From an optimization exercise on the open Yosys and OpenROAD flow, aimed at small area, a short achievable clock period and few clock cycles per item; shortcuts taken in it are not production practice. RTL that was checked went through simulation tests only; none was proved equivalent to the original. No functional check of the RTL was part of runs 5 to 7. Power figures rest on the tool's default switching activity, not on a simulated workload.

### flow/design.v
module mbcq_enc #(
    parameter integer N  = 33,      
    parameter integer HQ = 2        
) (
    input  wire        clk,
    input  wire        rst,         
    input  wire        in_valid,
    output wire        in_ready,
    input  wire        in_last,     
    input  wire [1:0]  in_fmt,      
    input  wire [1:0]  in_k,        
    input  wire [31:0] in_elem,     
    output wire        out_valid,
    input  wire        out_ready,
    output wire        out_hdr,     
    output wire        out_last,    
    output wire [15:0] out_data
);
    localparam integer PW = (N > 32) ? 6 : 5;       
    localparam integer QW = (HQ > 2) ? 2 : 1;       
    function automatic [4:0] lzc23;      
        input [22:0] v;
        integer i;
        begin
            lzc23 = 5'd23;
            for (i = 0; i < 23; i = i + 1)
                if (v[i]) lzc23 = 5'd23 - i[4:0];
        end
    endfunction
    wire        i_f16  = (in_fmt == 2'd2);
    wire        i_b16  = (in_fmt == 2'd1);
    wire        i_s    = (i_f16 || i_b16) ? in_elem[15] : in_elem[31];
    wire [7:0]  i_ex   = i_f16 ? {3'b000, in_elem[14:10]} : i_b16 ? in_elem[14:7] : in_elem[30:23];
    wire [22:0] i_man  = i_f16 ? {in_elem[9:0], 13'h0} : i_b16 ? {in_elem[6:0], 16'h0} : in_elem[22:0];
    wire [4:0]  i_lz   = i_f16 ? lzc23({in_elem[9:0], 13'h0}) :
                         i_b16 ? lzc23({in_elem[6:0], 16'h0}) : lzc23(in_elem[22:0]);
    reg        rdy;               
    reg        busy;              
    reg        a_v, a_last, a_s, a_f16;
    reg [1:0]  a_k;
    reg [7:0]  a_ex;
    reg [22:0] a_man;
    reg [4:0]  a_lz;              
    assign in_ready = rdy;
    always @(posedge clk) begin
        a_s    <= i_s;
        a_ex   <= i_ex;
        a_man  <= i_man;
        a_lz   <= i_lz;
        a_f16  <= i_f16;
        a_k    <= in_k;
        a_last <= in_last;
        if (rst) a_v <= 1'b0;
        else     a_v <= in_valid & !busy;
    end
    wire        a_spec = a_f16 ? (a_ex[4:0] == 5'h1F) : (a_ex == 8'hFF);
    wire        a_sub  = (a_ex == 8'd0);
    wire        a_zero = a_sub && (a_man == 23'd0);
    wire [8:0]  a_base = a_f16 ? 9'd369 : 9'd257;       
    wire [8:0]  a_ebf  = a_sub ? a_base - {4'b0000, a_lz} : a_base - 9'd1 + {1'b0, a_ex};
    wire [8:0]  a_eb   = a_spec ? 9'h1FF : a_zero ? 9'd0 : a_ebf;
    wire [8:0]  a_ebm  = (a_spec || a_zero) ? 9'd0 : a_ebf;    
    wire [22:0] c_frac = a_sub ? (a_man << a_lz) : a_man;
    wire [25:0] c_word = {a_s, a_eb, c_frac[22:8], |c_frac[7:0]};
    reg [25:0]   mem [0:N-1];
    reg [PW-1:0] wptr, rptr;
    reg [PW:0]   cnt;             
    reg [4:0]  bcnt;              
    reg [8:0]  e_run, e_prv;
    reg        esc_run;
    reg [1:0]  k_run;
    wire [8:0] e_new   = (e_prv > e_run) ? e_prv : e_run;
    wire       esc_new = esc_run | a_spec;
    wire [1:0] k_new   = (bcnt == 5'd0) ? a_k : k_run;
    wire       b_end   = a_v && (a_last || bcnt == 5'd31);
    reg [25:0]   hq [0:HQ-1];
    reg [QW-1:0] hq_wp, hq_rp;
    reg [QW:0]   hq_cnt;
    always @(posedge clk) begin
        if (a_v) mem[wptr] <= c_word;
        if (b_end) hq[hq_wp] <= {esc_new, e_new, a_ebm, k_new, bcnt};
    end
    always @(posedge clk) begin
        if (rst) begin
            wptr    <= {PW{1'b0}};
            bcnt    <= 5'd0;
            e_run   <= 9'd0;
            e_prv   <= 9'd0;
            esc_run <= 1'b0;
            hq_wp   <= {QW{1'b0}};
        end else if (a_v) begin
            wptr <= (wptr == N - 1) ? {PW{1'b0}} : wptr + 1'b1;
            if (b_end) begin
                bcnt    <= 5'd0;
                e_run   <= 9'd0;
                e_prv   <= 9'd0;
                esc_run <= 1'b0;
                hq_wp   <= (hq_wp == HQ - 1) ? {QW{1'b0}} : hq_wp + 1'b1;
            end else begin
                bcnt    <= bcnt + 5'd1;
                e_run   <= e_new;
                e_prv   <= a_ebm;
                esc_run <= esc_new;
                k_run   <= k_new;
            end
        end
    end
    reg        o1_v;
    reg        adv_q;             
    wire       adv = !o1_v;
    reg        rd_act;            
    reg [4:0]  rd_rem;            
    reg [9:0]  rd_eoff;           
    reg [8:0]  rd_e;              
    reg [1:0]  rd_k;
    reg        rd_esc;
    wire [25:0] hq_h     = hq[hq_rp];
    wire        hq_any   = (hq_cnt != 0);
    wire        iss_hdr  = adv && !rd_act && hq_any;
    wire        iss_code = adv && rd_act;
    wire [8:0]  h_emax   = (hq_h[24:16] > hq_h[15:7]) ? hq_h[24:16] : hq_h[15:7];
    wire        h_nz     = (h_emax != 9'd0);
    wire [1:0]  h_k      = hq_h[6:5];
    wire        h_esc    = hq_h[25];
    always @(posedge clk) begin
        if (rst) begin
            rd_act <= 1'b0;
            rptr   <= {PW{1'b0}};
            hq_rp  <= {QW{1'b0}};
        end else if (iss_hdr) begin
            rd_act  <= 1'b1;
            rd_rem  <= hq_h[4:0];
            rd_eoff <= !h_nz ? 10'h3FF : {1'b0, h_emax} + {9'd0, h_esc} +
                       ((h_k == 2'd0) ? 10'd10 : (h_k == 2'd1) ? 10'd6 : 10'd2);
            rd_e    <= h_nz ? h_emax + 9'd129 : 9'd0;
            rd_k    <= h_k;
            rd_esc  <= h_esc;
            hq_rp   <= (hq_rp == HQ - 1) ? {QW{1'b0}} : hq_rp + 1'b1;
        end else if (iss_code) begin
            rptr   <= (rptr == N - 1) ? {PW{1'b0}} : rptr + 1'b1;
            rd_rem <= rd_rem - 5'd1;
            if (rd_rem == 5'd0) rd_act <= 1'b0;
        end
    end
    wire [PW:0] cnt_nx = cnt + a_v - iss_code;
    wire [QW:0] hq_nx  = hq_cnt + b_end - iss_hdr;
    always @(posedge clk) begin
        if (rst) begin
            cnt    <= {(PW+1){1'b0}};
            hq_cnt <= {(QW+1){1'b0}};
        end else begin
            cnt    <= cnt_nx;
            hq_cnt <= hq_nx;
        end
    end
    reg [25:0] rd_word;
    integer m;
    always @(*) begin
        rd_word = 26'd0;
        for (m = 0; m < N; m = m + 1)
            rd_word = rd_word | (mem[m] & {26{rptr == m}});
    end
    reg        r1_v, r1_hdr, r1_last;
    reg [25:0] r1_w;
    always @(posedge clk) begin
        if (rst) r1_v <= 1'b0;
        else if (adv) r1_v <= iss_hdr || iss_code;
        if (adv_q) begin
            r1_hdr  <= iss_hdr;
            r1_last <= iss_code && (rd_rem == 5'd0);
            r1_w    <= rd_word;
        end
    end
    wire [8:0]  r1_eb = r1_w[24:16];
    wire [9:0]  r1_d  = rd_eoff - {1'b0, r1_eb};
    wire        r1_z  = (r1_d[9:5] != 5'd0);         
    wire [16:0] r1_h  = {1'b1, r1_w[15:0]};
    wire [33:0] x_sh  = {r1_h, 17'h0} >> r1_d[4:0];
    wire [14:0] x_q   = r1_z ? 15'd0 : x_sh[31:17];
    wire        x_rnd = !r1_z && x_sh[16] && ((|x_sh[15:0]) || x_sh[17]);
    reg        r2_v, r2_hdr, r2_last, r2_rnd, r2_s, r2_spec, r2_nan, r2_esc;
    reg [14:0] r2_q;
    reg [1:0]  r2_k;
    always @(posedge clk) begin
        if (rst) r2_v <= 1'b0;
        else if (adv) r2_v <= r1_v;
        if (adv_q) begin
            r2_hdr  <= r1_hdr;
            r2_last <= r1_last;
            r2_q    <= r1_hdr ? {6'd0, rd_e} : x_q;
            r2_rnd  <= x_rnd;
            r2_s    <= r1_w[25];
            r2_spec <= (r1_eb == 9'h1FF);
            r2_nan  <= (r1_w[15:0] != 16'd0);
            r2_esc  <= rd_esc;
            r2_k    <= rd_k;
        end
    end
    reg [14:0] hi_mask;       
    reg [15:0] kmask, top;    
    always @(*) begin
        case (r2_k)
            2'd0:    begin kmask = 16'h00FF; top = 16'h0080; end
            2'd1:    begin kmask = 16'h0FFF; top = 16'h0800; end
            default: begin kmask = 16'hFFFF; top = 16'h8000; end
        endcase
        case ({r2_k, r2_esc})
            3'b000:  hi_mask = 15'h7F80;
            3'b001:  hi_mask = 15'h7FC0;
            3'b010:  hi_mask = 15'h7800;
            3'b011:  hi_mask = 15'h7C00;
            3'b101, 3'b111: hi_mask = 15'h4000;
            default: hi_mask = 15'h0000;
        endcase
    end
    wire        ovf  = ((r2_q & hi_mask) != 15'd0) || (((r2_q | hi_mask) == 15'h7FFF) && r2_rnd);
    wire [15:0] lim  = {1'b0, ~hi_mask};
    wire [15:0] sgn_q = ({1'b0, r2_q} ^ {16{r2_s}}) + {15'd0, r2_s ^ r2_rnd};
    wire [15:0] sgn_l = r2_s ? ~lim + 16'd1 : lim;
    wire [15:0] sgn   = ovf ? sgn_l : sgn_q;
    reg [15:0] code;
    always @(*) begin
        if (r2_hdr)
            code = {r2_esc, 6'b000000, r2_q[8:0]};
        else if (r2_spec)
            code = r2_nan ? top : r2_s ? top + 16'd1 : top - 16'd1;
        else
            code = sgn & kmask;
    end
    reg        o0_v, o0_hdr, o0_last, o1_hdr, o1_last;
    reg        o0_e;                           
    reg [15:0] o0_data, o1_data;
    wire       w_v  = adv && r2_v;             
    wire       o0_ld = o0_e || out_ready;      
    always @(posedge clk) begin
        if (rst) begin
            o0_v  <= 1'b0;
            o0_e  <= 1'b1;
            o1_v  <= 1'b0;
            adv_q <= 1'b1;
        end else begin
            if (o0_ld) o0_v <= o1_v || w_v;
            if (o0_ld) o0_e <= !(o1_v || w_v);
            o1_v  <= o1_v ? !o0_ld : (w_v && !o0_ld);
            adv_q <= o1_v ? o0_ld : !(w_v && !o0_ld);
        end
        if (o0_ld) begin
            o0_hdr  <= o1_v ? o1_hdr  : r2_hdr;
            o0_last <= o1_v ? o1_last : r2_last;
            o0_data <= o1_v ? o1_data : code;
        end
        if (!o1_v) begin
            o1_hdr  <= r2_hdr;
            o1_last <= r2_last;
            o1_data <= code;
        end
    end
    wire rd_act_nx = iss_hdr ? 1'b1 : (iss_code && rd_rem == 5'd0) ? 1'b0 : rd_act;
    wire a_ends = a_v ? (!b_end && bcnt == 5'd30) : (bcnt == 5'd31);
    wire [2:0] c_le = {cnt + 3 <= N, cnt + 2 <= N, cnt + 1 <= N};           
    wire [2:0] h_le = {hq_cnt + 3 <= HQ, hq_cnt + 2 <= HQ, hq_cnt + 1 <= HQ};
    wire       hq_nz_nx = b_end || (hq_cnt > 1) || (hq_cnt == 1 && !iss_hdr);
    function automatic room;             
        input       p1, p2, m1, m2;      
        input [2:0] le;
        begin
            case ({p1, p2, m1, m2})
                4'b0000:                                    room = le[0];
                4'b0001, 4'b0010, 4'b0011, 4'b0111, 4'b1011: room = 1'b1;
                4'b0100, 4'b1000, 4'b1101, 4'b1110:         room = le[1];
                4'b1100:                                    room = le[2];
                default:                                    room = le[0];    
            endcase
        end
    endfunction
    function automatic ready_nx;
        input       o1n, act, hnz, take, tend;
        input       av, ic, be, ih;
        input [2:0] cl, hl;
        reg         rd_sure, hdr_sure;
        begin
            rd_sure  = !o1n && act;                      
            hdr_sure = !o1n && !act && hnz;              
            ready_nx = room(take, av, ic, rd_sure, cl) && room(tend, be, ih, hdr_sure, hl);
        end
    endfunction
    wire o1n_0  = !o0_e && (o1_v || w_v);              
    wire rdy_0i = ready_nx(o1n_0, rd_act_nx, hq_nz_nx, 1'b0, 1'b0, a_v, iss_code, b_end, iss_hdr, c_le, h_le);
    wire rdy_0v = ready_nx(o1n_0, rd_act_nx, hq_nz_nx, 1'b1, a_ends, a_v, iss_code, b_end, iss_hdr, c_le, h_le);
    wire rdy_0l = ready_nx(o1n_0, rd_act_nx, hq_nz_nx, 1'b1, 1'b1, a_v, iss_code, b_end, iss_hdr, c_le, h_le);
    wire rdy_1i = ready_nx(1'b0, rd_act_nx, hq_nz_nx, 1'b0, 1'b0, a_v, iss_code, b_end, iss_hdr, c_le, h_le);
    wire rdy_1v = ready_nx(1'b0, rd_act_nx, hq_nz_nx, 1'b1, a_ends, a_v, iss_code, b_end, iss_hdr, c_le, h_le);
    wire rdy_1l = ready_nx(1'b0, rd_act_nx, hq_nz_nx, 1'b1, 1'b1, a_v, iss_code, b_end, iss_hdr, c_le, h_le);
    wire rdy_0  = !(in_valid && !busy) ? rdy_0i : in_last ? rdy_0l : rdy_0v;
    wire rdy_1  = !(in_valid && !busy) ? rdy_1i : in_last ? rdy_1l : rdy_1v;
    always @(posedge clk) begin
        if (rst) begin
            rdy  <= 1'b1;
            busy <= 1'b0;
        end else begin
            rdy  <= out_ready ? rdy_1 : rdy_0;
            busy <= out_ready ? !rdy_1 : !rdy_0;
        end
    end
    assign out_valid = o0_v;
    assign out_hdr   = o0_hdr;
    assign out_last  = o0_last;
    assign out_data  = o0_data;
endmodule
### flow/flow/run.sh
#!/bin/bash
# Own layout flow: the standard ORFS flow (standard.sh), with the ports
# buffered by a plain buffer instead of the delay-cell buffer ORFS picks.
# The make output goes to flow.log in the work folder; ORFS's own per-step
# logs stay under orfs/logs/.
set -euo pipefail
bash standard.sh \
  "BUFFER_PORTS_ARGS=-buffer_cell sky130_fd_sc_hd__buf_2" \
  SETUP_SLACK_MARGIN=11.5 \
  finish > flow.log 2>&1
### flow/standard.sh
#!/bin/bash
# synth_recipe.tcl (not shown) runs the flow's synth.tcl, then flattens the netlist and writes it again
# the make line also repeats each setting of config.mk as NAME=value (left out here)
make -C /OpenROAD-flow-scripts/flow DESIGN_CONFIG=/design/flow/config.mk WORK_HOME=/design/flow/orfs CLKGATE_MAP_FILE= SYNTH_SCRIPT=/design/flow/synth_recipe.tcl "${@:-finish}"
### flow/config.mk
export PLATFORM = sky130hd
export DESIGN_NAME = mbcq_enc
export DESIGN_NICKNAME = mbcq_enc
export VERILOG_FILES = /design/flow/design.v
export SDC_FILE = /design/flow/constraint.sdc
export NUM_CORES = 4
export LEC_CHECK = 0
export CAP_MARGIN = 20
export CORE_MARGIN = 2
export CORE_UTILIZATION = 55
export CTS_BUF_LIST = sky130_fd_sc_hd__clkbuf_8
export CTS_CLUSTER_DIAMETER = 70
export CTS_CLUSTER_SIZE = 14
export PLACE_DENSITY = 0.65
export SLEW_MARGIN = 20
### flow/constraint.sdc
create_clock -name core_clock -period 16.0 [get_ports {clk}]
set_input_delay 3.2000 -clock core_clock [delete_from_list [all_inputs] [get_ports {clk}]]
set_output_delay 3.2000 -clock core_clock [all_outputs]
set_load 0.01 [all_outputs]
==> results of run 1 <==
-- per-layer routing --
metal / global-route usage [%] / vias to the layer above / wire (um)
li1: - / 12770 / -
met1: 45.25 / 15050 / 53630
met2: 51.35 / 1932 / 64840
met3: 8.066 / 350 / 18240
met4: 10.73 / 0 / 5088
met5: 0.1702 / - / 0
-- state kept, by name, summed over array words and instances (netlist names), 5 cells and up, named ones only --
name,count
bcnt,5
o0_data,16
r2_q,15
rd_e,9
o1_data,16
hq,52
a_lz,5
rd_rem,5
a_man,23
mem,858
r1_w,26
a_ex,8
wptr,6
rd_eoff,10
rptr,6
cnt,7
e_run,9
e_prv,9
-- final timing paths --
| path | from | to | slack (ps) | cells after the start |
|---|---|---|---|---|
| max reg2reg | register | rd_eoff[6]$_SDFFCE_PN1P_ | 11720 | 17 |
| min | rd_k[1]$_DFFE_PP_ | r2_k[1]$_DFFE_PP_ | 430 | 0 |
| min reg2reg | rd_k[1]$_DFFE_PP_ | r2_k[1]$_DFFE_PP_ | 430 | 0 |
| max | o0_hdr$_DFFE_PN_ | out_hdr | 11500 | 1 |
-- timing repair --
| action | in CTS | in global routing |
|---|---|---|
| pin swaps | 0 | 2 |
| resized for setup | 2 | 3 |
| setup buffers | 0 | 8 |
| endpoints found under the setup margin | 30 | 33 |
-- kinds of logic (layout without fill, tap and decap cells) --
kind of cell	after synthesis	in the layout
adder cells (fa/ha/maj)	80	80
multiplexers	133	133
XOR/XNOR	73	73
buffers and inverters	244	372
other	0	2
flip-flops	1126	1126
AO/OA/AOI/OAI	786	786
AND/OR/NAND/NOR	747	747
-- cells in the mapped netlist, types with 67 or more instances --
cell type,instances,area (um^2)
a22oi_1,195,1464
a21oi_1,95,475.5
nand2_1,166,623.1
clkbuf_1,115,431.7
nor2_1,209,784.5
a221oi_1,108,945.9
dfxtp_1,117,2342
inv_1,81,304.0
o21ai_0,81,405.4
edfxtp_1,1009,30300
a22o_1,123,1077
mux2i_1,89,890.9
ha_1,75,938.4
nand3_1,79,395.4
nor3_1,67,335.3
-- metrics by stage --
stage	cell area, um^2	hold slack [ps]
global route	50190	447.8
global placement	48490	406.6
detailed placement	48500	404.5
floorplan	46370	400.3
CTS	50060	422.2
finish	50190	426.0
-- final cells by class --
class	count	area share [%]
Sequential cell	1126	65.04
Timing Repair Buffer	163	2.186
Inverter	85	0.6506
Multi-Input combinational cell	1819	26.35
Antenna cell	2	0.009971
Clock inverter	31	0.5235
Tap cell	1080	2.692
Clock buffer	93	2.550
-- power by group through the flow --
stage          combinational, mW  clock (mW)  sequential (mW)
2_1_floorplan               1.43           0             3.61
3_5_place_dp                1.96           0             3.68
4_1_cts                     1.97        1.54             3.61
5_1_grt                     2.21        1.64             3.64
3_3_place_gp                1.91           0             3.67
6_report                    2.02        1.53             3.61
==> results.tsv, run 1 <==
metric	value	unit
place_ws	11050	ps
crit_path_end_kind	primary output	
drt_iter0_drc	3937	
grt_max_degree	53	
gp_congestion	0.8597	
h-tree-depth	3	
layout_setup_ws	11500	ps
p_sw	2.356	mW
fillers	6274	
cp.arrival	1300	ps
path_max_fanout	1	
p_int	4.808	mW
fmax	0.2222	GHz
die_x	294.2	um
hold_viol_final	0	
synth.avg_cell_area	14.52	um^2
synth_xor_area_share	1.381	%
nets	3407	
cts_hold_buf	0	
grt_use_total	32.76	%
cts_root_buf	clkbuf_8	
die_y	294.2	um
core.rowCount	106	
fin_skew	66.63	ps
vias	30110	
relSlewSlack	29.41	%
antenna_found_initial	1	
insertion_delay	790	ps
first_pass_iters	6	
critical-path-max-stage-delay	390	ps
via_per_inst	6.844	
rsz0062_at_grt	true	
dp.cells	4264	
crit_buf_inv	1	
drc	0	
synth_top_family_by_area	compound AO/OA/AOI/OAI gates	
synth_area	46310	um^2
wirelength	141.8	mm
p_sw_share	32.89	%
fin_crit_sh	28.12	%
synth_edf_count	1009	
ys_seq_area_share	70.48	%
layout_common_cells	1009 x edfxtp_1, 195 x a22oi_1, 163 x nand2_1	
die-area	86540	um^2
synth_simple_gate_area_share	7.805	%
drive_above_1_share	13.33	%
worstMarginPinSlew	1059	ps
ys_seq_elements	1126	
powerDensity	142.7	nW/um^2
total_power	7.164	mW
cts_tree	done	
clk_pin_slew	90	ps
ant_nets	0	
dp.final_hpwl	77.63	mm
synthAdderAreaFrac	2.202	%
core_area	83560	um^2
final_max_slew_viol_count	0	
grt_overflow	0	
setup_tns	0	ps
critPathRequiredTime	12800	ps
hold_path.class	register to register	
area_growth	8.381	%
seqPwrFrac	50.4	%
yosysUniqueCellTypes	95	
ir_drop	0.1043	mV
min_period	4500	ps
outcome	no timing/DRC/antenna violations	
layout_commonest_cell	edfxtp_1	
multiInputGateArea	13230	um^2
clock-sinks	1126	
critical_path_class	register to primary output	
grt_pass1_vias	28380	
clock_path_buffers	3	
crit_path_cell_trace	buf_2	
seqCellArea	32640	um^2
finalSetupViolCount	0	
io_pins	61	
synthCells	3189	
initial_core_util	55.43	%
slowest_stage	edfxtp_1	
synth_compound_area_share	12.64	%
finish.utilization	60.07	%
synth_flop_cell	edfxtp_1	
final_cells	4399	
routedWlPerCell	32.23	um
io_buffers	60	
path_delay_family	flip-flops	
cp-start-kind	register	
async_flop_share	0	%
synth.net_count	3308	
comb_power_share	28.3	%
grt_pass1_wl	201.6	mm
power_frac_clock	21.3	%
cts_made_buffers	93	
cap_violations	0	
ys_warn_count	1	
synth_mux_area_share	3.242	%
p_leak	16.60	nW
Testbench counts, summed over its fixed seeds: cycles 377,501, items 363,761.
==> inputs of run 2 (changes only) <==
--- a/flow/config.mk
+++ b/flow/config.mk
@@ -9,3 +9,3 @@
 export CORE_MARGIN = 2
-export CORE_UTILIZATION = 55
+export CORE_UTILIZATION = 70
 export CTS_BUF_LIST = sky130_fd_sc_hd__clkbuf_8
@@ -13,3 +13,3 @@
 export CTS_CLUSTER_SIZE = 14
-export PLACE_DENSITY = 0.65
+export PLACE_DENSITY = 0.8
 export SLEW_MARGIN = 20
==> results.tsv, run 2 <==
metric	value	unit	change
critPathRequiredTime	12800	ps	about the same
top_register	mem		
cp-start-kind	register		
largestRegisters	mem: 858 flops, hq: 52 flops, r1_w: 26 flops		
fillers	3853		-39%
crit_buf_inv	1		unchanged
clock_path_buffers	3		unchanged
synth_edf_count	1009		unchanged
core.rowCount	94		-11%
initial_core_util	70.57	%	+15 points
setup_tns	0	ps	unchanged
finalSetupViolCount	0		unchanged
met1_usage	53.37	%	+8.1 points
cts_tree	done		
critical_path_class	register to primary output		
cts_hold_buf	0		unchanged
ys_top_cells_by_count	1009 x edfxtp_1, 209 x nor2_1, 195 x a22oi_1		
met3_usage	13.23	%	+5.2 points
layout_commonest_cell	edfxtp_1		
synth_flop_cell	edfxtp_1		
core_area	65630	um^2	-21%
clk_pin_slew	90	ps	about the same
hold_viol_final	0		unchanged
crit_path_cell_trace	buf_6		
insertion_delay	770	ps	-20 ps
cts_root_buf	clkbuf_8		
drive_above_1_share	13.02	%	-0.30 points
slowest_stage	edfxtp_1		
fmax	0.2241	GHz	+0.85%
rsz0062_at_grt	true		
worstMarginPinSlew	1088	ps	+29.56 ps
grt_overflow	0		unchanged
critical-path-max-stage-delay	410	ps	+20 ps
rr_endpoint	rd_eoff[6]$_SDFFCE_PN1P_		
ant_nets	0		unchanged
top_usage_layer	met2		
drc	0		unchanged
cp.arrival	1260	ps	-40 ps
cts_made_buffers	92		-1.1%
synthCells	3189		unchanged
wirelength	136.5	mm	-3.8%
final_cells	4195		-4.6%
p_leak	16.64	nW	+0.25%
die_y	261.2	um	-11%
grt_pass1_wl	193.6	mm	-4.0%
finish.utilization	75.89	%	+16 points
min_path_cells	0		unchanged
grt_use_total	39.97	%	+7.2 points
clock-sinks	1126		unchanged
ys_seq_elements	1126		unchanged
gr-usage-met2	59.74	%	+8.4 points
synth.net_count	3308		unchanged
yosysMostFrequentCell	edfxtp_1		
first_pass_iters	7		+1
min_to	r2_esc$_DFFE_PP_		
die_x	261.2	um	-11%
nets	3409		+0.059%
h-tree-depth	3		unchanged
drt_iter0_drc	5213		+32%
ys_seq_area_share	70.48	%	unchanged
vias	30780		+2.2%
fin_skew	64.00	ps	-2.636 ps
dp.cells	4056		-4.9%
cap_violations	0		unchanged
fin_crit_sh	27.89	%	-0.24 points
dp.final_hpwl	78.31	mm	+0.87%
crit_path_end_kind	primary output		
io_buffers	60		unchanged
r2r_cells	17		unchanged
largest_reg_flops	858		unchanged
yosys.area.top_type_share	65.42	%	unchanged
via_per_inst	7.338		+7.2%
async_flop_share	0	%	unchanged
layout_common_cells	1009 x edfxtp_1, 195 x a22oi_1, 162 x nand2_1		
r2r_setup_slack	11840	ps	+120 ps
hold_ws	431.6	ps	+5.624 ps
hold_path.startpoint	rd_esc$_DFFE_PP_		
relSlewSlack	27.36	%	-2.0 points
path_max_fanout	1		unchanged
synthTopCellsByArea	edfxtp_1 65%, dfxtp_1 5.1%, a22oi_1 3.2%		
grt_max_degree	52		-1.9%
min_period	4462	ps	-37.90 ps
grt_pass1_vias	29190		+2.8%
antenna_found_initial	5		+4
yosysUniqueCellTypes	95		unchanged
final_max_slew_viol_count	0		unchanged
hold_path.class	register to register		
ys_warn_count	1		unchanged
synth_top_area_cell	edfxtp_1		
powerDensity	142.3	nW/um^2	-0.29%
synth.avg_cell_area	14.52	um^2	unchanged
io_pins	61		unchanged
area_growth	7.549	%	
outcome	no timing/DRC/antenna violations		
synth_area	46310	um^2	unchanged
gp_congestion	0.8917		+3.7%
path_delay_family	flip-flops		
die-area	68230	um^2	-21%
total_power	7.088	mW	-1.1%
routedWlPerCell	32.53	um	+0.92%
ir_drop	0.1103	mV	+5.8%
==> run 2: cell counts after synthesis <==
No cell type changed its count.
==> run 2: power by group <==
group / internal, mW / switching, mW / total [mW]
Combinational: 0.758 / 1.26 / 2.02
Clock: 0.544 / 0.919 / 1.46
Sequential: 3.46 / 0.147 / 3.61
==> run 2: layout make-up <==
type	instances	area (um^2)	area share [%]
diodes	6	15.01	0.03014
clock buffers	93	1280	2.570
multi-input cells	1819	13130	26.36
repair buffers	166	1114	2.236
clock inverters	36	220.2	0.4421
flip-flops and latches	1126	32640	65.54
well taps	864	1081	2.170
inverters	85	326.6	0.6556
==> run 2: through the flow <==
step | setup WS, ps | cell area (um^2)
after floorplan | 11420 | 46370
after global placement | 11070 | 48170
after detailed placement | 11070 | 48200
after CTS | 11480 | 49700
after global routing | 11470 | 49790
final | 11540 | 49810
==> run 2: repair_timing <==
item / in CTS / in global routing
setup endpoints to repair: 2 / 18
pin swaps: 0 / 1
resized for setup: 0 / 2
buffers inserted: 0 / 3
==> run 2: worst max-delay path by stage <==
stage,slack [ps],cells past startpoint,start,end
floorplan,11420,6,in_fmt[1],a_lz[4]$_DFF_P_
global placement,11070,7,in_fmt[0],a_lz[4]$_DFF_P_
detailed placement,11070,7,in_fmt[0],a_lz[4]$_DFF_P_
CTS,11480,1,o0_data[13]$_DFFE_PN_,out_data[13]
global route,11470,1,o0_data[13]$_DFFE_PN_,out_data[13]
finish,11540,1,o0_data[13]$_DFFE_PN_,out_data[13]
==> run 2: layer usage <==
metal  share of wire, %  vias to the layer above
met3                 16                      580
met1                 33                    14840
li1                   -                    12780
met4                6.3                        2
met2                 44                     2590
met5             0.0081                        -
==> run 2: cell families after synthesis <==
| kind of cell | after synthesis | synth area share (%) |
|---|---|---|
| xor+xnor | 73 | 1.381 |
| fa+ha+maj | 80 | 2.202 |
| mux | 133 | 3.242 |
| simple gates | 747 | 7.805 |
| compound gates | 786 | 12.64 |
| buf+inv | 244 | 2.248 |
| flops | 1126 | 70.48 |
==> inputs of run 3 (changes only) <==
--- a/flow/config.mk
+++ b/flow/config.mk
@@ -7,2 +7,3 @@
 export LEC_CHECK = 0
+export ABC_AREA = 1
 export CAP_MARGIN = 20
==> results.tsv, run 3 <==
metric	value	unit	change
largestRegisters	mem: 858 flops, hq: 52 flops, r1_w: 26 flops		
die_x	262.7	um	+0.57%
final_max_slew_viol_count	0		unchanged
h-tree-depth	3		unchanged
dp.cells	4736		+17%
dpl-instance-area	48780	um^2	+1.2%
synth_flop_cell	edfxtp_1		
drc	0		unchanged
synth.net_count	3964		+20%
ys_seq_area_share	69.67	%	-0.81 points
setup_tns	0	ps	unchanged
routedWlPerCell	24.92	um	-23%
r2r_setup_slack	11680	ps	-160 ps
powerDensity	146.1	nW/um^2	+2.6%
dp.final_hpwl	76.24	mm	-2.6%
layout_common_cells	1009 x edfxtp_1, 831 x nand2_1, 330 x inv_1		
synth_edf_count	1009		unchanged
synth_top_family_by_area	simple AND/OR/NAND/NOR gates		
min_path_cells	0		unchanged
async_flop_share	0	%	unchanged
cp-start-kind	register		
regToRegStartpoint	rptr[0]$_SDFFE_PP0P_		
top_register	mem		
fin_area	50460	um^2	+1.3%
first_pass_iters	6		-1
grt_max_degree	53		+1.9%
final_cells	4886		+16%
hold_path.startpoint	rd_k[1]$_DFFE_PP_		
synth_xor_area_share	1.135	%	-0.25 points
synth_simple_gate_area_share	12.91	%	+5.1 points
via_per_inst	6.457		-12%
seqCellArea	32640	um^2	unchanged
clock-sinks	1126		unchanged
hold_path.class	register to register		
ys_top_cells_by_count	1009 x edfxtp_1, 831 x nand2_1, 295 x inv_1		
insertion_delay	770	ps	about the same
yosys.area.top_type_share	64.67	%	-0.75 points
fillers	4044		+5.0%
p_leak	18.46	nW	+11%
drt_iter0_drc	4405		-15%
min_period	4448	ps	-14.00 ps
crit_path_end_kind	primary output		
crit_buf_inv	1		unchanged
synth_mux_area_share	0.6249	%	-2.6 points
die_y	262.7	um	+0.57%
core_area	65980	um^2	+0.54%
finalSetupViolCount	0		unchanged
fmax	0.2248	GHz	+0.31%
clk_pin_slew	90	ps	about the same
cts_hold_buf	0		unchanged
slowest_stage	edfxtp_1		
critPathRequiredTime	12800	ps	about the same
io_pins	61		unchanged
synth_top_area_cell	edfxtp_1		
synthAdderAreaFrac	2.131	%	-0.071 points
synthCells	3845		+21%
ir_drop	0.1260	mV	+14%
grt_pass1_wl	181.6	mm	-6.2%
io_buffers	60		unchanged
clock_path_buffers	3		unchanged
grt_overflow	0		unchanged
critical_path_class	register to primary output		
fin_crit_sh	27.80	%	-0.088 points
yosysUniqueCellTypes	73		-23%
cap_violations	0		unchanged
worstMarginPinSlew	1339	ps	+250.9 ps
cp.arrival	1250	ps	about the same
hold_viol_final	0		unchanged
yosysMostFrequentCell	edfxtp_1		
rr_endpoint	r1_w[23]$_DFFE_PP_		
min_to	r2_k[1]$_DFFE_PP_		
critical-path-max-stage-delay	380	ps	-30 ps
path_delay_family	flip-flops		
gp_congestion	0.9488		+6.4%
crit_path_cell_trace	buf_2		
wirelength	121.8	mm	-11%
cts_tree	done		
nets	4094		+20%
ys_seq_elements	1126		unchanged
synth_compound_area_share	9.766	%	-2.9 points
synth_area	46850	um^2	+1.2%
grt_use_total	35.40	%	-4.6 points
ant_nets	0		unchanged
total_power	7.370	mW	+4.0%
ys_warn_count	1		unchanged
antenna_found_initial	7		+2
vias	31550		+2.5%
path_max_fanout	1		unchanged
outcome	no timing/DRC/antenna violations		
relSlewSlack	10.71	%	-17 points
rsz0062_at_grt	true		
fin_skew	54.28	ps	-9.713 ps
core.rowCount	94		unchanged
synthTopCellsByArea	edfxtp_1 65%, nand2_1 6.7%, dfxtp_1 5.0%		
r2r_cells	13		-4
layout_commonest_cell	edfxtp_1		
area_growth	7.694	%	
multiInputGateArea	12860	um^2	-2.1%
synth.avg_cell_area	12.19	um^2	-16%
die-area	69020	um^2	+1.1%
hold_ws	424.6	ps	-7.023 ps
cts_made_buffers	91		-1.1%
initial_core_util	71.01	%	+0.44 points
cts_root_buf	clkbuf_8		
drive_above_1_share	10.35	%	-2.7 points
grt_pass1_vias	30210		+3.5%
largest_reg_flops	858		unchanged
run 3: changes by cell type after synthesis, sizes merged, moves of 34 or more:
cell,previous run,this run
nand2,166,834
nor2b,34,0
a22oi,195,39
nand3,80,172
clkbuf,119,80
mux2i,90,27
nor2,210,259
inv,83,305
o21ai,89,214
run 3: cell families (layout without fill, tap and decap cells):
| family | Yosys count | in the layout |
|---|---|---|
| and+or+nand+nor | 1425 | 1425 |
| xor gates and xnor gates | 56 | 56 |
| muxes | 29 | 29 |
| AOI/OAI and AO/OA | 684 | 684 |
| DFF | 1126 | 1126 |
| other | 0 | 1 |
| buffers and inverters | 447 | 623 |
| adders and majority gates | 78 | 78 |
run 3: metrics by stage:
step                util [%]  worst slack, ps
finish                 76.47            11550
global route           76.47            11360
CTS                    76.24            11490
detailed placement     73.93            10870
global placement       73.93            10880
floorplan                  -            11600
run 3: how the worst max path moves through the flow:
stage | from | end | slack [ps] | cells past startpoint
2_1_floorplan | in_fmt[0] | a_lz[0]$_DFF_P_ | 11600 | 7
3_3_place_gp | in_fmt[1] | a_lz[0]$_DFF_P_ | 10880 | 10
3_5_place_dp | in_fmt[1] | a_lz[0]$_DFF_P_ | 10870 | 10
4_1_cts | o0_data[11]$_DFFE_PN_ | out_data[11] | 11490 | 1
5_1_grt | register | rd_eoff[8]$_SDFFCE_PN1P_ | 11360 | 24
6_report | o0_data[11]$_DFFE_PN_ | out_data[11] | 11550 | 1
run 3: area by class of cell:
type                    instances  area share [%]
multi-input cells            2272           25.48
repair inverters                1        0.009919
inverters                     315           2.361
clock inverters                46          0.4885
clock buffers                  93           2.537
flip-flops and latches       1126           64.69
diodes                          1        0.004959
well taps                     864           2.142
repair buffers                168           2.279
run 3: report_power, final:
group          internal, mW  total (mW)  leakage, nW  switching [mW]
clock                 0.546        1.46        0.918           0.911
sequential             3.49        3.60         10.2           0.113
combinational         0.740        2.31         7.32            1.57
total                  4.78        7.37         18.5            2.59
run 3: timing repair:
action,CTS,global route
gates cloned,0,1
buffers inserted,0,6
pin swaps,0,0
endpoints found under the setup margin,2,6
gates resized for setup,0,6
run 3: metal layers:
layer / track usage [%] / part of all wire [%] / up-vias
met5: 0 / 0.051 / -
met3: 9.764 / 14 / 324
met2: 53.93 / 45 / 2028
li1: - / - / 14130
met4: 14.62 / 4.0 / 10
met1: 48.88 / 37 / 15050
==> inputs of run 4 (changes only) <==
--- a/flow/config.mk
+++ b/flow/config.mk
@@ -7,3 +7,3 @@
 export LEC_CHECK = 0
-export ABC_AREA = 1
+export ABC_CLOCK_PERIOD_IN_PS = 4000
 export CAP_MARGIN = 20
==> results.tsv, run 4 <==
metric	value	unit	change
p_leak	16.64	nW	-9.9%
fin_skew	64.00	ps	+9.713 ps
outcome	no timing/DRC/antenna violations		
gr-usage-met2	59.74	%	+5.8 points
fin_area	49810	um^2	-1.3%
yosysUniqueCellTypes	95		+30%
total_power	7.088	mW	-3.8%
relSlewSlack	27.36	%	+17 points
crit_path_end_kind	primary output		
gp_congestion	0.8917		-6.0%
min_period	4462	ps	+14.00 ps
rsz0062_at_grt	true		
drc	0		unchanged
clock_path_buffers	3		unchanged
antenna_found_initial	5		-2
cp.arrival	1260	ps	about the same
grt_use_total	39.97	%	+4.6 points
hold_path.class	register to register		
grt_pass1_wl	193.6	mm	+6.6%
drt_iter0_drc	5213		+18%
yosysMostFrequentCell	edfxtp_1		
synth_edf_count	1009		unchanged
layout_setup_ws	11540	ps	-14.00 ps
grt_overflow	0		unchanged
critical_path_class	register to primary output		
crit_path_cell_trace	buf_6		
crit_buf_inv	1		unchanged
synth.net_count	3308		-17%
slowest_stage	edfxtp_1		
r2r_cells	17		+4
path_delay_family	flip-flops		
met1_usage	53.37	%	+4.5 points
fin_crit_sh	27.89	%	+0.088 points
yosys.area.top_type_share	65.42	%	+0.75 points
cap_violations	0		unchanged
async_flop_share	0	%	unchanged
grt_max_degree	52		-1.9%
fmax	0.2241	GHz	-0.31%
routedWlPerCell	32.53	um	+31%
cts_made_buffers	92		+1.1%
top_usage_layer	met2		
dp.final_hpwl	78.31	mm	+2.7%
io_pins	61		unchanged
synth_area	46310	um^2	-1.2%
rr_endpoint	rd_eoff[6]$_SDFFCE_PN1P_		
io_buffers	60		unchanged
synthTopCellsByArea	edfxtp_1 65%, dfxtp_1 5.1%, a22oi_1 3.2%		
cts_root_buf	clkbuf_8		
endpoint	out_data[13]		
setup_tns	0	ps	unchanged
ys_seq_area_share	70.48	%	+0.81 points
critPathLaunch	o0_data[13]$_DFFE_PN_		
synth.avg_cell_area	14.52	um^2	+19%
initial_core_util	70.57	%	-0.44 points
largest_reg_flops	858		unchanged
path_max_fanout	1		unchanged
ir_drop	0.1103	mV	-12%
powerDensity	142.3	nW/um^2	-2.6%
drive_above_1_share	13.02	%	+2.7 points
finalSetupViolCount	0		unchanged
synthCells	3189		-17%
core.rowCount	94		unchanged
layout_commonest_cell	edfxtp_1		
ant_nets	0		unchanged
dpl-instance-area	48200	um^2	-1.2%
core_area	65630	um^2	-0.53%
r2r_setup_slack	11840	ps	+160 ps
largestRegisters	mem: 858 flops, hq: 52 flops, r1_w: 26 flops		
cts_hold_buf	0		unchanged
nets	3409		-17%
insertion_delay	770	ps	about the same
first_pass_iters	7		+1
critPathRequiredTime	12800	ps	about the same
ys_top_cells_by_count	1009 x edfxtp_1, 209 x nor2_1, 195 x a22oi_1		
path_depth	1		unchanged
die-area	68230	um^2	-1.1%
die_x	261.2	um	-0.57%
worstMarginPinSlew	1088	ps	-250.9 ps
final_max_slew_viol_count	0		unchanged
cts_tree	done		
grt_pass1_vias	29190		-3.4%
ys_seq_elements	1126		unchanged
layout_common_cells	1009 x edfxtp_1, 195 x a22oi_1, 162 x nand2_1		
h-tree-depth	3		unchanged
vias	30780		-2.4%
hold_viol_final	0		unchanged
place_ws	11070	ps	+199.0 ps
clk_pin_slew	90	ps	about the same
cp-start-kind	register		
synth_flop_cell	edfxtp_1		
ys_warn_count	1		unchanged
critical-path-max-stage-delay	410	ps	+30 ps
clock-sinks	1126		unchanged
wirelength	136.5	mm	+12%
die_y	261.2	um	-0.57%
via_per_inst	7.338		+14%
area_growth	7.549	%	
synth_top_area_cell	edfxtp_1		
top_register	mem		
fillers	3853		-4.7%
met3_usage	13.23	%	+3.5 points
-- run 4: timing repair --
action | CTS | global route
setup buffers | 0 | 3
resized for setup | 0 | 2
gates cloned | 0 | 0
pin swaps | 0 | 1
setup endpoints to repair | 2 | 18
-- run 4: worst min path at each step --
stage                             from           endpoint  slack (ps)  cells after the start
global route          rd_esc$_DFFE_PP_   r2_esc$_DFFE_PP_         440                      0
floorplan             rd_esc$_DFFE_PP_   r2_esc$_DFFE_PP_         400                      0
global placement     r1_last$_DFFE_PP_  r2_last$_DFFE_PP_         400                      0
finish                rd_esc$_DFFE_PP_   r2_esc$_DFFE_PP_         430                      0
detailed placement  r1_w[25]$_DFFE_PP_     r2_s$_DFFE_PP_         400                      0
CTS                   rd_esc$_DFFE_PP_   r2_esc$_DFFE_PP_         430                      0
-- run 4: cells by family (layout without fill, tap and decap cells) --
group           count (synthesis)  after routing  share of synthesized area, %
fa+ha+maj                      80             80                         2.202
buf+inv                       244            380                         2.248
flops                        1126           1126                         70.48
compound gates                786            786                         12.64
simple gates                  747            747                         7.805
mux                           133            133                         3.242
xor+xnor                       73             73                         1.381
other cells                     0              6                             0
-- run 4: per-stage QoR --
step / std cells / utilization, % / hold WS, ps
global route: 4189 / 75.87 / 439.9
global placement: 4054 / 73.39 / 403.4
floorplan: 3189 / - / 400.3
finish: 4195 / 75.89 / 431.6
detailed placement: 4056 / 73.44 / 404.5
CTS: 4185 / 75.73 / 432.0
-- run 4: final cells by class --
class | instances | area (um^2) | area share [%]
Antenna cell | 6 | 15.01 | 0.03014
Tap cell | 864 | 1081 | 2.170
Clock buffer | 93 | 1280 | 2.570
Sequential cell | 1126 | 32640 | 65.54
Timing Repair Buffer | 166 | 1114 | 2.236
Inverter | 85 | 326.6 | 0.6556
Clock inverter | 36 | 220.2 | 0.4421
Multi-Input combinational cell | 1819 | 13130 | 26.36
-- run 4: metal layers --
metal	up-vias	part of all wire, %
met5	-	0.0081
met4	2	6.3
met3	580	16
met2	2590	44
met1	14840	33
li1	12780	-
-- run 4: where the power goes --
part / total [mW] / internal [mW] / switching [mW] / leakage (nW)
clock network: 1.46 / 0.544 / 0.919 / 0.866
logic: 2.02 / 0.758 / 1.26 / 5.54
registers: 3.61 / 3.46 / 0.147 / 10.2
==> inputs of run 5 (changes only) <==
--- a/flow/design.v
+++ b/flow/design.v
@@ -68,6 +68,6 @@
     reg [4:0]  bcnt;              
-    reg [8:0]  e_run, e_prv;
+    reg [8:0]  e_run;             
     reg        esc_run;
     reg [1:0]  k_run;
-    wire [8:0] e_new   = (e_prv > e_run) ? e_prv : e_run;
+    wire [8:0] e_new   = (a_ebm > e_run) ? a_ebm : e_run;
     wire       esc_new = esc_run | a_spec;
@@ -75,3 +75,3 @@
     wire       b_end   = a_v && (a_last || bcnt == 5'd31);
-    reg [25:0]   hq [0:HQ-1];
+    reg [16:0]   hq [0:HQ-1];
     reg [QW-1:0] hq_wp, hq_rp;
@@ -80,3 +80,3 @@
         if (a_v) mem[wptr] <= c_word;
-        if (b_end) hq[hq_wp] <= {esc_new, e_new, a_ebm, k_new, bcnt};
+        if (b_end) hq[hq_wp] <= {esc_new, e_new, k_new, bcnt};
     end
@@ -87,3 +87,2 @@
             e_run   <= 9'd0;
-            e_prv   <= 9'd0;
             esc_run <= 1'b0;
@@ -95,3 +94,2 @@
                 e_run   <= 9'd0;
-                e_prv   <= 9'd0;
                 esc_run <= 1'b0;
@@ -101,3 +99,2 @@
                 e_run   <= e_new;
-                e_prv   <= a_ebm;
                 esc_run <= esc_new;
@@ -116,3 +113,3 @@
     reg        rd_esc;
-    wire [25:0] hq_h     = hq[hq_rp];
+    wire [16:0] hq_h     = hq[hq_rp];
     wire        hq_any   = (hq_cnt != 0);
@@ -120,6 +117,6 @@
     wire        iss_code = adv && rd_act;
-    wire [8:0]  h_emax   = (hq_h[24:16] > hq_h[15:7]) ? hq_h[24:16] : hq_h[15:7];
+    wire [8:0]  h_emax   = hq_h[15:7];
     wire        h_nz     = (h_emax != 9'd0);
     wire [1:0]  h_k      = hq_h[6:5];
-    wire        h_esc    = hq_h[25];
+    wire        h_esc    = hq_h[16];
     always @(posedge clk) begin
--- a/flow/config.mk
+++ b/flow/config.mk
@@ -7,3 +7,2 @@
 export LEC_CHECK = 0
-export ABC_CLOCK_PERIOD_IN_PS = 4000
 export CAP_MARGIN = 20
==> results.tsv, run 5 <==
metric	value	unit	change
outcome	no timing/DRC/antenna violations		
async_flop_share	0	%	unchanged
ir_drop	0.1001	mV	-9.2%
die-area	66390	um^2	-2.7%
worstMarginPinSlew	1154	ps	+65.36 ps
p_sw_share	31.39	%	-1.4 points
grt_pass1_wl	188.7	mm	-2.5%
min_period	4441	ps	-20.70 ps
yosysUniqueCellTypes	88		-7.4%
cp.arrival	1240	ps	-20 ps
synthTopCellsByArea	edfxtp_1 66%, a22oi_1 5.1%, dfxtp_1 4.8%		
rsz0062_at_grt	true		
path_max_fanout	1		unchanged
final_cells	4085		-2.6%
layout_common_cells	991 x edfxtp_1, 308 x a22oi_1, 175 x nand2_1		
finish.utilization	76.37	%	+0.48 points
fin_crit_sh	27.76	%	-0.13 points
cap_violations	0		unchanged
critical_path_class	register to primary output		
power_frac_clock	21.1	%	+0.4 points
synth_top_area_cell	edfxtp_1		
ys_seq_elements	1099		-2.4%
core.rowCount	92		-2.1%
top_register	mem		
gp_congestion	0.8784		-1.5%
area_growth	7.339	%	
core_area	63310	um^2	-3.5%
hold_viol_final	0		unchanged
p_int	4.552	mW	-4.5%
ys_seq_area_share	70.86	%	+0.38 points
p_sw	2.082	mW	-10%
synth_area	45040	um^2	-2.7%
yosys.area.top_type_share	66.06	%	+0.64 points
grt_use_total	39.84	%	-0.13 points
routedWlPerCell	32.35	um	-0.57%
h-tree-depth	3		unchanged
grt_overflow	0		unchanged
drc	0		unchanged
drive_above_1_share	13.03	%	about the same
slowest_stage	edfxtp_1		
vias	29890		-2.9%
synth_flop_cell	edfxtp_1		
critical-path-max-stage-delay	380	ps	-30 ps
io_buffers	60		unchanged
hold_path.class	register to register		
largest_reg_flops	858		unchanged
via_per_inst	7.318		-0.28%
synthCells	3120		-2.2%
place_ws	10970	ps	-106.2 ps
ys_warn_count	1		unchanged
p_leak	16.10	nW	-3.3%
regToRegStartpoint	a_ex[5]$_SDFF_PP0_		
drt_iter0_drc	5043		-3.3%
crit_buf_inv	1		unchanged
fmax	0.2252	GHz	+0.47%
critPathRequiredTime	12800	ps	about the same
clock_path_buffers	3		unchanged
powerDensity	137.2	nW/um^2	-3.6%
nets	3317		-2.7%
die_x	257.7	um	-1.4%
grt_max_degree	44		-15%
cts_hold_buf	0		unchanged
insertion_delay	740	ps	-30 ps
largestRegisters	mem: 858 flops, hq: 34 flops, r1_w: 26 flops		
clock-sinks	1099		-2.4%
fin_skew	31.31	ps	-32.69 ps
cts_root_buf	clkbuf_8		
grt_pass1_vias	28250		-3.2%
ant_nets	0		unchanged
io_pins	61		unchanged
clk_pin_slew	90	ps	about the same
synth_edf_count	991		-1.8%
path_delay_family	flip-flops		
synth.net_count	3230		-2.4%
first_pass_iters	8		+1
initial_core_util	71.15	%	+0.58 points
wirelength	132.1	mm	-3.2%
crit_path_cell_trace	buf_2		
synth.avg_cell_area	14.44	um^2	-0.59%
antenna_found_initial	3		-2
seqPwrFrac	53.2	%	+2.3 points
cts_tree	done		
yosysMostFrequentCell	edfxtp_1		
dp.cells	3960		-2.4%
critPathLaunch	o0_data[2]$_DFFE_PN_		
layout_commonest_cell	edfxtp_1		
final_max_slew_viol_count	0		unchanged
setup_tns	0	ps	unchanged
hold_path.startpoint	r1_last$_DFFE_PP_		
cts_made_buffers	89		-3.3%
dp.final_hpwl	74.64	mm	-4.7%
cts_setup_buffers	0		unchanged
ys_top_cells_by_count	991 x edfxtp_1, 308 x a22oi_1, 194 x nor2_1		
total_power	6.634	mW	-6.4%
relSlewSlack	22.66	%	-4.7 points
layout_setup_ws	11560	ps	+20.70 ps
comb_power_share	25.8	%	-2.6 points
crit_path_end_kind	primary output		
cp-start-kind	register		
die_y	257.7	um	-1.4%
finalSetupViolCount	0		unchanged
run 5: cell type report:
class                      count  area (um^2)
timing repair buffer         152         1002
sequential                  1099        31920
antenna                        1        2.502
clock inverter                31        165.2
inverter                      82        311.5
multi-input combinational   1782        12630
clock buffer                  91         1252
timing repair inverter         1        5.005
tap                          846         1059
fill                        3736        14960
run 5: final timing paths:
kind                                end  slack (ps)  depth (start not counted)
setup reg to reg  e_run[0]$_SDFFE_PP0P_       11890                         18
setup / recovery            out_data[2]       11560                          1
hold reg to reg       r2_last$_DFFE_PP_         430                          0
hold / removal        r2_last$_DFFE_PP_         430                          0
run 5: timing repair:
item                       in CTS  in global routing
setup endpoints to repair      24                 26
pin swaps                       0                  0
gates resized for setup         2                  5
cloned                          0                  1
run 5: power by group through the flow:
stage | Combinational, mW | Clock (mW) | Sequential (mW)
2_1_floorplan | 1.25 | 0 | 3.52
3_3_place_gp | 1.61 | 0 | 3.58
3_5_place_dp | 1.65 | 0 | 3.59
4_1_cts | 1.67 | 1.39 | 3.53
5_1_grt | 1.84 | 1.49 | 3.55
6_report | 1.71 | 1.40 | 3.53
run 5: per-layer routing:
metal / track usage [%] / part of all wire [%]
met4: 17.94 / 5.5
met1: 53.98 / 33
met5: 0.9259 / 0.084
met2: 60.41 / 45
met3: 12.00 / 17
run 5: stage by stage:
stage / hold WS [ps] / instance area, um^2
floorplan: 400.3 / 45100
global placement: 400.4 / 46820
detailed placement: 405.4 / 46840
CTS: 421.6 / 48260
global route: 418.9 / 48350
finish: 428.9 / 48350
run 5: cell families after synthesis:
group                    count (synthesis)  share of synthesized area [%]
AO/OA/AOI/OAI                          770                          12.44
XOR/XNOR                                79                          1.536
adder cells (fa/ha/maj)                 70                          1.989
buffers and inverters                  239                          2.144
flip-flops                            1099                          70.86
multiplexers                           115                          2.864
AND/OR/NAND/NOR                        748                          8.158
==> inputs of run 6 (changes only) <==
--- a/flow/config.mk
+++ b/flow/config.mk
@@ -10,5 +10,5 @@
 export CORE_UTILIZATION = 70
-export CTS_BUF_LIST = sky130_fd_sc_hd__clkbuf_8
-export CTS_CLUSTER_DIAMETER = 70
-export CTS_CLUSTER_SIZE = 14
+export CTS_BUF_LIST = sky130_fd_sc_hd__clkbuf_16
+export CTS_CLUSTER_DIAMETER = 60
+export CTS_CLUSTER_SIZE = 26
 export PLACE_DENSITY = 0.8
==> results.tsv, run 6 <==
metric	value	unit	change
core.rowCount	92		unchanged
fin_crit_sh	27.42	%	-0.34 points
largestRegisters	mem: 858 flops, hq: 34 flops, r1_w: 26 flops		
initial_core_util	71.15	%	unchanged
critPathRequiredTime	16570	ps	+3770 ps
routedWlPerCell	32.61	um	+0.81%
antenna_found_initial	2		-1
place_ws	10970	ps	unchanged
hold_viol_final	0		unchanged
synth.net_count	3230		unchanged
power_frac_clock	23.7	%	+2.6 points
nets	3284		-0.99%
area_growth	8.164	%	
io_buffers	60		unchanged
r2r_setup_slack	11840	ps	-50 ps
cts_made_buffers	56		-37%
ant_nets	0		unchanged
ys_warn_count	1		unchanged
min_path_cells	0		unchanged
seqCellArea	31920	um^2	about the same
min_to	r2_esc$_DFFE_PP_		
fillers	3687		-1.3%
fmax	0.2279	GHz	+1.2%
cap_violations	0		unchanged
cp-start-kind	input pin		
final_max_slew_viol_count	0		unchanged
layout_common_cells	991 x edfxtp_1, 308 x a22oi_1, 175 x nand2_1		
critical_path_class	input pin to register		
fin_skew	54.50	ps	+23.19 ps
outcome	no timing/DRC/antenna violations		
powerDensity	140.7	nW/um^2	+2.6%
crit_path_end_kind	register		
grt_use_total	39.74	%	-0.10 points
die-area	66390	um^2	unchanged
ys_seq_elements	1099		unchanged
async_flop_share	0	%	unchanged
comb_power_share	24.9	%	-0.9 points
first_pass_iters	8		unchanged
die_x	257.7	um	unchanged
multiInputGateArea	12620	um^2	about the same
p_int	4.723	mW	+3.8%
layout_setup_ws	11610	ps	+53.60 ps
min_period	4387	ps	-53.60 ps
setup_tns	0	ps	unchanged
synth_flop_cell	edfxtp_1		
r2r_cells	13		-5
vias	29830		-0.21%
dp.final_hpwl	74.64	mm	unchanged
grt_max_degree	44		unchanged
insertion_delay	690	ps	-50 ps
grt_pass1_vias	28200		-0.15%
synth.avg_cell_area	14.44	um^2	unchanged
p_sw	2.133	mW	+2.4%
hold_path.class	register to register		
ir_drop	0.09372	mV	-6.4%
seqPwrFrac	51.5	%	-1.7 points
synthCells	3120		unchanged
ys_seq_area_share	70.86	%	unchanged
io_pins	61		unchanged
drt_iter0_drc	5028		-0.30%
clk_pin_slew	90	ps	about the same
synthTopCellsByArea	edfxtp_1 66%, a22oi_1 5.1%, dfxtp_1 4.8%		
rsz0062_at_grt	false		
ys_top_cells_by_count	991 x edfxtp_1, 308 x a22oi_1, 194 x nor2_1		
yosys.area.top_type_share	66.06	%	unchanged
die_y	257.7	um	unchanged
gp_congestion	0.8784		unchanged
path_max_fanout	24		+23
wirelength	132.1	mm	about the same
synth_area	45040	um^2	unchanged
clock_path_buffers	3		unchanged
largest_reg_flops	858		unchanged
cts_root_buf	clkbuf_16		
worstMarginPinSlew	1151	ps	-2.945 ps
drive_above_1_share	12.61	%	-0.42 points
synth_top_area_cell	edfxtp_1		
rr_endpoint	hq[0][10]$_DFFE_PP_		
yosysUniqueCellTypes	88		unchanged
finalSetupViolCount	0		unchanged
top_register	mem		
clock-sinks	1099		unchanged
grt_overflow	0		unchanged
drc	0		unchanged
yosysMostFrequentCell	edfxtp_1		
h-tree-depth	2		-1
p_leak	16.16	nW	+0.41%
relSlewSlack	22.86	%	+0.20 points
layout_commonest_cell	edfxtp_1		
hold_path.startpoint	rd_esc$_DFFE_PP_		
via_per_inst	7.363		+0.62%
synth_edf_count	991		unchanged
regToRegStartpoint	a_lz[1]$_DFF_P_		
cp.arrival	4960	ps	+3720 ps
core_area	63310	um^2	unchanged
p_sw_share	31.11	%	-0.28 points
cts_tree	done		
grt_pass1_wl	188.8	mm	about the same
-- run 6: through the flow --
stage | std cells | utilization [%] | power (mW) | area, um^2 | hold slack [ps]
finish | 4051 | 76.96 | 6.856 | 48720 | 431.1
global route | 4050 | 76.95 | 7.106 | 48720 | 432.9
CTS | 4048 | 76.83 | 6.809 | 48640 | 432.1
detailed placement | 3960 | 73.99 | 5.246 | 46840 | 405.4
global placement | 3959 | 73.95 | 5.190 | 46820 | 400.4
floorplan | 3120 | - | 4.770 | 45100 | 400.3
-- run 6: cell families after synthesis --
kind of cell	after synthesis	share of synthesized area (%)
AND/OR/NAND/NOR	748	8.158
multiplexers	115	2.864
buffers and inverters	239	2.144
adder cells (fa/ha/maj)	70	1.989
AO/OA/AOI/OAI	770	12.44
flip-flops	1099	70.86
XOR/XNOR	79	1.536
-- run 6: how the worst max path moves through the flow --
stage                                     from               endpoint  slack [ps]  depth (start not counted)
final                                in_fmt[1]        a_lz[4]$_DFF_P_       11610                          7
after global routing                 in_fmt[1]        a_lz[4]$_DFF_P_       11530                          7
after CTS                 o0_data[4]$_DFFE_PN_            out_data[4]       11600                          1
after detailed placement             in_fmt[1]        a_lz[4]$_DFF_P_       10970                          7
after global placement               in_fmt[1]        a_lz[4]$_DFF_P_       11030                          7
after floorplan                            rst  rd_e[0]$_SDFFCE_PN0P_       11370                          3
-- run 6: power groups by stage --
stage | clock (mW) | sequential, mW | combinational [mW]
after floorplan | 0 | 3.52 | 1.25
after global placement | 0 | 3.58 | 1.61
after detailed placement | 0 | 3.59 | 1.65
after CTS | 1.61 | 3.53 | 1.67
after global routing | 1.71 | 3.55 | 1.85
final | 1.62 | 3.53 | 1.71
-- run 6: critical path, stage by stage --
cell and delay (ps):
buf_2 90, inv_1 40, ha_2 370, or4_4 570
or3_1 380, nor3_1 160, o21bai_1 130
-- run 6: what timing repair did --
action                     4_1_cts  5_1_grt
resized for setup                2        4
setup endpoints to repair       24        8
gates cloned                     0        1
setup buffers                    0        0
hold buffers                     0        0
-- run 6: final cells by class --
type | count | share of cell area, %
repair buffers | 152 | 2.057
flip-flops and latches | 1099 | 65.52
well taps | 846 | 2.173
diodes | 1 | 0.005136
repair inverters | 1 | 0.01027
multi-input cells | 1782 | 25.91
clock buffers | 57 | 2.928
clock inverters | 31 | 0.7576
inverters | 82 | 0.6394
-- run 6: per-layer routing --
metal	GRT usage [%]	wire [um]
met5	1.781	179
met4	19.11	8072
met3	12.14	21410
met2	60.51	59030
met1	52.86	43390
==> inputs of run 7 (changes only) <==
--- a/flow/design.v
+++ b/flow/design.v
@@ -110,3 +110,2 @@
     reg [9:0]  rd_eoff;           
-    reg [8:0]  rd_e;              
     reg [1:0]  rd_k;
@@ -131,3 +130,2 @@
                        ((h_k == 2'd0) ? 10'd10 : (h_k == 2'd1) ? 10'd6 : 10'd2);
-            rd_e    <= h_nz ? h_emax + 9'd129 : 9'd0;
             rd_k    <= h_k;
@@ -152,2 +150,4 @@
     end
+    wire [8:0]  rd_koff = ((rd_k == 2'd0) ? 9'd10 : (rd_k == 2'd1) ? 9'd6 : 9'd2) + {8'd0, rd_esc};
+    wire [8:0]  rd_e    = (rd_eoff == 10'h3FF) ? 9'd0 : rd_eoff[8:0] + 9'd129 - rd_koff;
     reg [25:0] rd_word;
--- a/flow/config.mk
+++ b/flow/config.mk
@@ -10,5 +10,5 @@
 export CORE_UTILIZATION = 70
-export CTS_BUF_LIST = sky130_fd_sc_hd__clkbuf_16
-export CTS_CLUSTER_DIAMETER = 60
-export CTS_CLUSTER_SIZE = 26
+export CTS_BUF_LIST = sky130_fd_sc_hd__clkbuf_8
+export CTS_CLUSTER_DIAMETER = 70
+export CTS_CLUSTER_SIZE = 14
 export PLACE_DENSITY = 0.8
==> results.tsv, run 7 <==
metric	value	unit	change
outcome	no timing/DRC/antenna violations		
gp_congestion	0.9083		+3.4%
first_pass_iters	6		-2
io_pins	61		unchanged
async_flop_share	0	%	unchanged
rsz0062_at_grt	true		
ys_top_cells_by_count	982 x edfxtp_1, 292 x a22oi_1, 197 x nor2_1		
total_power	6.670	mW	-2.7%
die_x	257.5	um	about the same
r2r_cells	14		+1
grt_use_total	40.07	%	+0.33 points
die-area	66310	um^2	-0.12%
met3_usage	13.01	%	+0.87 points
critical-path-max-stage-delay	380	ps	-190 ps
p_sw	2.123	mW	-0.48%
wirelength	133.3	mm	+0.94%
min_period	4488	ps	+100.8 ps
path_delay_family	flip-flops		
dp.cells	3950		-0.25%
hold_viol_final	0		unchanged
cap_violations	0		unchanged
hold_ws	430.7	ps	-0.3510 ps
critPathRequiredTime	12800	ps	-3770 ps
routedWlPerCell	32.63	um	about the same
drc	0		unchanged
cp.arrival	1290	ps	-3670 ps
layout_setup_ws	11510	ps	-100.8 ps
comb_power_share	26.2	%	+1.3 points
clock-sinks	1090		-0.82%
setup_tns	0	ps	unchanged
yosysMostFrequentCell	edfxtp_1		
dpl-instance-area	46860	um^2	about the same
slowest_stage	edfxtp_1		
powerDensity	137.6	nW/um^2	-2.2%
finalSetupViolCount	0		unchanged
min_to	r2_last$_DFFE_PP_		
synth.net_count	3229		-0.031%
core_area	63310	um^2	unchanged
vias	30240		+1.4%
seqPwrFrac	52.5	%	+1.0 points
synth_area	44990	um^2	-0.12%
grt_pass1_wl	190.5	mm	+0.90%
synth_top_area_cell	edfxtp_1		
synth.avg_cell_area	14.48	um^2	+0.26%
critical_path_class	register to primary output		
cts_made_buffers	89		+59%
h-tree-depth	3		+1
area_growth	7.709	%	
grt_overflow	0		unchanged
p_sw_share	31.83	%	+0.72 points
place_ws	10820	ps	-148.7 ps
io_buffers	60		unchanged
worstMarginPinSlew	1114	ps	-37.23 ps
fin_skew	50.35	ps	-4.143 ps
nets	3321		+1.1%
path_depth	1		-6
gr-usage-met2	61.72	%	+1.2 points
final_cells	4086		+0.86%
relSlewSlack	25.76	%	+2.9 points
synthTopCellsByArea	edfxtp_1 66%, a22oi_1 4.9%, dfxtp_1 4.8%		
finish.utilization	76.54	%	-0.42 points
regToRegStartpoint	a_lz[4]$_DFF_P_		
fillers	3710		+0.62%
ys_seq_area_share	70.35	%	-0.51 points
antenna_found_initial	5		+3
cts_root_buf	clkbuf_8		
power_frac_clock	21.3	%	-2.4 points
hold_path.startpoint	r1_last$_DFFE_PP_		
rr_endpoint	hq[1][8]$_DFFE_PP_		
top_register	mem		
r2r_setup_slack	11900	ps	+60 ps
fin_crit_sh	28.05	%	+0.63 points
initial_core_util	71.06	%	-0.087 points
hold_path.class	register to register		
die_y	257.5	um	about the same
layout_commonest_cell	edfxtp_1		
largestRegisters	mem: 858 flops, hq: 34 flops, r1_w: 26 flops		
cts_hold_buf	0		unchanged
top_usage_layer	met2		
synthCells	3108		-0.38%
drive_above_1_share	13.02	%	+0.41 points
synth_flop_cell	edfxtp_1		
crit_buf_inv	1		-1
synth_edf_count	982		-0.91%
path_max_fanout	1		-96%
insertion_delay	780	ps	+90 ps
ir_drop	0.1014	mV	+8.2%
fmax	0.2228	GHz	-2.2%
met1_usage	52.80	%	-0.060 points
ys_warn_count	1		unchanged
final_max_slew_viol_count	0		unchanged
ys_seq_elements	1090		-0.82%
cp-start-kind	register		
crit_path_end_kind	primary output		
yosysUniqueCellTypes	89		+1.1%
largest_reg_flops	858		unchanged
layout_common_cells	982 x edfxtp_1, 292 x a22oi_1, 157 x nand2_1		
via_per_inst	7.401		+0.51%
clock_path_buffers	3		unchanged
crit_path_cell_trace	buf_2		
clk_pin_slew	100	ps	about the same
min_path_cells	0		unchanged
grt_max_degree	53		+20%
ant_nets	0		unchanged
drt_iter0_drc	5073		+0.89%
yosys.area.top_type_share	65.54	%	-0.52 points
dp.final_hpwl	74.77	mm	+0.17%
core.rowCount	92		unchanged
grt_pass1_vias	28790		+2.1%
p_leak	16.12	nW	-0.25%
cts_tree	done		
fin_area	48460	um^2	-0.54%
p_int	4.547	mW	-3.7%
-- run 7: cell count changes after synthesis, sizes merged, moves of 6 or more --
cell / delta
ha: +10
a22oi: -16
and2: -10
edfxtp: -9
mux2: -9
mux4: +7
nand2: -21
nand3: +9
or2: -6
-- run 7: worst max path at each step --
stage                                 start               to  slack (ps)
after floorplan                  in_elem[3]  a_lz[1]$_DFF_P_       11370
after global placement            in_fmt[1]  a_lz[0]$_DFF_P_       10870
after detailed placement          in_fmt[1]  a_lz[0]$_DFF_P_       10820
after CTS                 o0_last$_DFFE_PN_         out_last       11480
after global routing      o0_last$_DFFE_PN_         out_last       11450
final                     o0_last$_DFFE_PN_         out_last       11510
-- run 7: routing by layer --
layer	share of wire, %	up-vias
met1	33	14540
met4	5.8	6
met5	0.029	-
met3	17	580
li1	-	12460
met2	45	2651
-- run 7: cell families (layout without fill, tap and decap cells) --
logic type,count (synthesis),in the layout,share of synthesized area (%)
buffers and inverters,238,364,2.119
other,0,6,0
muxes,112,112,2.979
adders and majority gates,81,81,2.314
xor gates and xnor gates,76,76,1.480
DFF,1090,1090,70.35
AOI/OAI and AO/OA,780,780,12.72
and+or+nand+nor,731,731,8.040
-- run 7: timing repair --
action / CTS / global route
pin swaps: 1 / 0
setup endpoints to repair: 27 / 27
gates cloned: 0 / 0
setup buffers: 1 / 4
resized for setup: 3 / 3
-- run 7: area by class of cell --
class | instances | area, um^2 | share of cell area [%]
tap | 846 | 1059 | 2.184
antenna | 6 | 15.01 | 0.03098
clock buffer | 90 | 1239 | 2.556
sequential | 1090 | 31650 | 65.32
clock inverter | 35 | 236.5 | 0.4880
timing repair buffer | 155 | 1021 | 2.107
inverter | 84 | 315.3 | 0.6507
multi-input combinational | 1780 | 12920 | 26.66
-- run 7: power groups by stage --
stage / Clock, mW / Combinational, mW / Sequential [mW]
3_3_place_gp: 0 / 1.65 / 3.55
6_report: 1.42 / 1.75 / 3.50
4_1_cts: 1.42 / 1.70 / 3.49
2_1_floorplan: 0 / 1.26 / 3.49
5_1_grt: 1.51 / 1.89 / 3.52
3_5_place_dp: 0 / 1.69 / 3.56

==> static timing again, ports no longer ideal <==
No port has a modelled driver above. Below, the same layouts with a new extraction and two added sets of constraints. Step 1 sets driving cells, clkbuf_16 on the clock port and buf_2 on the other inputs (assumed; they add their load-dependent delay and slew). Step 2 times the ports against the registers' clock, not the clock port: input delays grow and output delays shrink by t, the midpoint of the rising clock arrivals with the driver on. a / b / c = ideal / step 1 / step 2; a / b = the first two.
| run | shift t [ns] | setup slack, ns | worst setup path at the end | latest minus earliest clock arrival (ns) |
|---|---|---|---|---|
| run 1 | 0.816 | 11.500 / 11.438 / 11.017 | input to register | 0.067 / 0.066 |
| run 2 | 0.797 | 11.538 / 11.479 / 11.055 | input to register | 0.068 / 0.069 |
| run 3 | 0.801 | 11.552 / 11.489 / 11.019 | input to register | 0.071 / 0.072 |
| run 4 | 0.797 | 11.538 / 11.479 / 11.055 | input to register | 0.068 / 0.069 |
| run 5 | 0.786 | 11.559 / 11.494 / 10.944 | input to register | 0.032 / 0.033 |
| run 6 | 0.734 | 11.613 / 11.558 / 10.916 | input to register | 0.055 / 0.055 |
| run 7 | 0.819 | 11.512 / 11.448 / 10.834 | input to register | 0.052 / 0.051 |
After both steps setup and hold are still met in every run listed. The setup slack of run 6, which loses most, moves by -0.055 ns with the drivers and by -0.697 ns with both steps.
